This design comes from an exercise in tuning for small area and a short achievable clock period on the open sky130 flow, not from production work.
The RTL was checked by simulation tests, not by an equivalence proof against the original design.
Power figures rest on the tool's default switching activity, not on a simulated workload.

// row_ecc
module row_ecc (
    input  wire        clk,
    input  wire        in_valid,
    input  wire [71:0] word,        
    input  wire        eraen,       
    input  wire [6:0]  ecol,        
    input  wire        wr,          
    input  wire [63:0] wdata,       
    input  wire [63:0] wmask,       
    output reg         out_valid,
    output reg  [71:0] rword,       
    output wire        ue,          
    output wire        upset,       
    output wire [1:0]  ncorr,       
    output wire [6:0]  ccol,        
    output reg         ecbad,       
    output wire [71:0] wword        
);
==> flow/config.mk <==
export PLATFORM = sky130hd
export DESIGN_NAME = row_ecc
export DESIGN_NICKNAME = row_ecc
export VERILOG_FILES = /design/flow/design.v
export SDC_FILE = /design/flow/constraint.sdc
export NUM_CORES = 4
export LEC_CHECK = 0
export CAP_MARGIN = 20
export CORE_MARGIN = 2
export CORE_UTILIZATION = 30
export SLEW_MARGIN = 20
export TNS_END_PERCENT = 0
==> flow/constraint.sdc <==
create_clock -name core_clock -period 14.0 [get_ports {clk}]
set_input_delay 2.8000 -clock core_clock [delete_from_list [all_inputs] [get_ports {clk}]]
set_output_delay 2.8000 -clock core_clock [all_outputs]
set_load 0.01 [all_outputs]
standard.sh (not shown) runs the stock make flow with config.mk's settings and CLKGATE_MAP_FILE= SYNTH_SCRIPT=/design/flow/synth_recipe.tcl, a recipe that flattens the netlist after the stock synthesis.
==> flow/flow/run.sh <==
#!/bin/bash
set -o pipefail
export BUFFER_PORTS_ARGS="-buffer_cell sky130_fd_sc_hd__buf_1"
export SETUP_SLACK_MARGIN=7.5
bash standard.sh > standard.log 2>&1
Next try:
==> flow/flow/run.sh (replaced) <==
#!/bin/bash
set -o pipefail
export BUFFER_PORTS_ARGS="-buffer_cell sky130_fd_sc_hd__buf_1"
export SETUP_SLACK_MARGIN=7
bash standard.sh > standard.log 2>&1
After rerunning: The changed run passed the timing, design-rule and antenna checks; setup slack loses 89 ps; non-clock buffer count drops by 62; wire length shrinks by 2.9%; via count goes down by 3.4%; final cell count went down by 2.7%; power went down by 14%; flip-flop and latch count is unchanged.


Setup of trial 93:
The RTL this note starts from:
==> flow/design.v <==
module row_ecc (
    input  wire        clk,
    input  wire        in_valid,
    input  wire [71:0] word,        
    input  wire        eraen,       
    input  wire [6:0]  ecol,        
    input  wire        wr,          
    input  wire [63:0] wdata,       
    input  wire [63:0] wmask,       
    output reg         out_valid,
    output reg  [71:0] rword,       
    output wire        ue,          
    output wire        upset,       
    output wire [1:0]  ncorr,       
    output wire [6:0]  ccol,        
    output reg         ecbad,       
    output wire [71:0] wword        
);
    function [7:0] h;
        input [6:0] j;
        begin
            case (j)
                7'd0:  h = 8'h07; 7'd1:  h = 8'h0B; 7'd2:  h = 8'h0D; 7'd3:  h = 8'h0E;
                7'd4:  h = 8'h13; 7'd5:  h = 8'h15; 7'd6:  h = 8'h16; 7'd7:  h = 8'h19;
                7'd8:  h = 8'h1A; 7'd9:  h = 8'h1C; 7'd10: h = 8'h23; 7'd11: h = 8'h25;
                7'd12: h = 8'h26; 7'd13: h = 8'h29; 7'd14: h = 8'h2A; 7'd15: h = 8'h2C;
                7'd16: h = 8'h31; 7'd17: h = 8'h32; 7'd18: h = 8'h34; 7'd19: h = 8'h38;
                7'd20: h = 8'h43; 7'd21: h = 8'h45; 7'd22: h = 8'h46; 7'd23: h = 8'h49;
                7'd24: h = 8'h4A; 7'd25: h = 8'h4C; 7'd26: h = 8'h51; 7'd27: h = 8'h52;
                7'd28: h = 8'h54; 7'd29: h = 8'h58; 7'd30: h = 8'h61; 7'd31: h = 8'h62;
                7'd32: h = 8'h64; 7'd33: h = 8'h68; 7'd34: h = 8'h70; 7'd35: h = 8'h83;
                7'd36: h = 8'h85; 7'd37: h = 8'h86; 7'd38: h = 8'h89; 7'd39: h = 8'h8A;
                7'd40: h = 8'h8C; 7'd41: h = 8'h91; 7'd42: h = 8'h92; 7'd43: h = 8'h94;
                7'd44: h = 8'h98; 7'd45: h = 8'hA1; 7'd46: h = 8'hA2; 7'd47: h = 8'hA4;
                7'd48: h = 8'hA8; 7'd49: h = 8'hB0; 7'd50: h = 8'hC1; 7'd51: h = 8'hC2;
                7'd52: h = 8'hC4; 7'd53: h = 8'hC8; 7'd54: h = 8'hD0; 7'd55: h = 8'hE0;
                7'd56: h = 8'h1F; 7'd57: h = 8'h2F; 7'd58: h = 8'h37; 7'd59: h = 8'h3B;
                7'd60: h = 8'h3D; 7'd61: h = 8'h3E; 7'd62: h = 8'hF1; 7'd63: h = 8'hF2;
                7'd64: h = 8'h01; 7'd65: h = 8'h02; 7'd66: h = 8'h04; 7'd67: h = 8'h08;
                7'd68: h = 8'h10; 7'd69: h = 8'h20; 7'd70: h = 8'h40; 7'd71: h = 8'h80;
                default: h = 8'h00;
            endcase
        end
    endfunction
    integer j;
    reg [7:0] syn;
    always @(*) begin
        syn = 8'h00;
        for (j = 0; j < 72; j = j + 1)
            if (word[j]) syn = syn ^ h(j[6:0]);
    end
    wire       era_ok = eraen && (ecol <= 7'd71);
    wire       nz     = |syn;
    wire [7:0] s2     = syn ^ h(ecol);    
    wire       g2     = era_ok && nz;
    wire [15:0] lo1, hi1, lo2, hi2;
    genvar v;
    generate
        for (v = 0; v < 16; v = v + 1) begin : g_nib
            assign lo1[v] = (syn[3:0] == v);
            assign hi1[v] = (syn[7:4] == v);
            assign lo2[v] = (s2[3:0] == v);
            assign hi2[v] = (s2[7:4] == v) && g2;
        end
    endgenerate
    reg [71:0] m1, m2, f;
    reg [6:0]  idx;                       
    reg [7:0]  c;
    always @(*) begin
        idx = 7'd0;
        for (j = 0; j < 72; j = j + 1) begin
            c     = h(j[6:0]);
            m1[j] = lo1[c[3:0]] && hi1[c[7:4]];
            m2[j] = lo2[c[3:0]] && hi2[c[7:4]];
            f[j]  = m1[j] || m2[j];
            if (f[j]) idx = idx | j[6:0];
        end
    end
    wire single = |m1;
    wire dbl    = |m2;
    reg [71:0] flip;
    always @(*) begin
        for (j = 0; j < 72; j = j + 1)
            flip[j] = f[j] || (dbl && (ecol == j[6:0]));
    end
    wire [71:0] rpart = word ^ flip;
    wire [63:0] mpart = (wdata & wmask) | (rpart[63:0] & ~wmask);
    reg [63:0] mpart_q;
    reg [6:0]  idx_q, ecol_q;
    reg        single_q, dbl_q, nz_q, fw_q;
    always @(posedge clk) begin
        out_valid <= in_valid;
        nz_q      <= nz;
        fw_q      <= wr && (&wmask);
        ecbad     <= eraen && (ecol > 7'd71);
        rword     <= rpart;
        mpart_q   <= mpart;
        idx_q     <= idx;
        ecol_q    <= ecol;
        single_q  <= single;
        dbl_q     <= dbl;
    end
    function [7:0] encode;
        input [63:0] d;
        integer k;
        begin
            encode = 8'h00;
            for (k = 0; k < 64; k = k + 1)
                if (d[k]) encode = encode ^ h(k[6:0]);
        end
    endfunction
    assign ue    = nz_q && !single_q && !dbl_q;
    assign upset = nz_q && !single_q && !dbl_q && !fw_q;
    assign wword = {encode(mpart_q), mpart_q};
    assign ncorr = {dbl_q, single_q};
    assign ccol  = single_q ? idx_q : !dbl_q ? 7'd0 : (idx_q < ecol_q) ? idx_q : ecol_q;
endmodule
export LEC_CHECK = 0
export CAP_MARGIN = 20
export CORE_MARGIN = 2
export CORE_UTILIZATION = 30
export SLEW_MARGIN = 20
export TNS_END_PERCENT = 0
create_clock -name core_clock -period 14.0 [get_ports {clk}]
==> flow/flow/run.sh <==
#!/bin/bash
set -o pipefail
export BUFFER_PORTS_ARGS="-buffer_cell sky130_fd_sc_hd__buf_1"
export SETUP_SLACK_MARGIN=6
bash standard.sh > standard.log 2>&1
Both conditions hold for trial 93: the flow ran to the end and the final layout passed the timing, design-rule and antenna checks.
[inputs] build 26 vs trial 93
Settings: swapping 30 for 45 in CORE_UTILIZATION.
==> flow/flow/run.sh <==
#!/bin/bash
set -o pipefail
export BUFFER_PORTS_ARGS="-buffer_cell sky130_fd_sc_hd__buf_1"
export SETUP_SLACK_MARGIN=8
bash standard.sh > standard.log 2>&1
==> results.txt <==
- The x dimension of the die of build 26 falls short of that of trial 93 by 18%.
- For the multi-input logic portion of the cell area, build 26 came in 1.8 points higher than trial 93 did.
- Build 26 | status: complete | timing, DRC, antenna: pass
- Measured against each other, build 26 and trial 93 differ in slew at the pin closest to its max-slew limit, the lower figure coming from trial 93.
- Diff build 26 and trial 93: switching power share of the total higher in trial 93
- Build 26 vs. trial 93: overall power of the completed layout picked up an extra 26%; static leakage power grew by 0.90 nW; via total after detailed routing grew by about 7%; post-synthesis simple-gate area fraction about even; number of global-route vias before repair increased by 222 relative to the old numbers.
- Worst supply voltage drop on vdd deteriorates in build 26 relative to trial 93.

[re-timing with driven ports]
How much do the figures lean on ideal ports? The routed layouts below were timed once more, with nothing changed but the port constraints.
Step 1, drivers: a clkbuf_16 drives clk and a buf_2 each remaining input, both assumed.
Step 2 also shifts input and output timing later by t, the mid clock arrival at the registers, as if the neighbouring blocks saw the same clock.
Three values: no drivers, after step 1, after step 2; two values: the first two.
run | shift t [ns] | slack for setup (ns) | hold WS [ns]
the first run of note 1 | 0.503 | 6.827 / 6.864 / 6.361 | 2.459 / 2.425 / 2.928
the second run of note 1 | 0.500 | 6.738 / 6.730 / 6.230 | 2.451 / 2.441 / 2.941
trial 93 | 0.500 | 5.927 / 5.941 / 5.441 | 2.451 / 2.437 / 2.937
build 26 | 0.475 | 6.949 / 6.924 / 6.450 | 2.455 / 2.435 / 2.910
After both steps setup and hold are still met in every run listed. The setup slack of the second run of note 1, which loses most, moves by -0.008 ns with the drivers and by -0.508 ns with both steps.
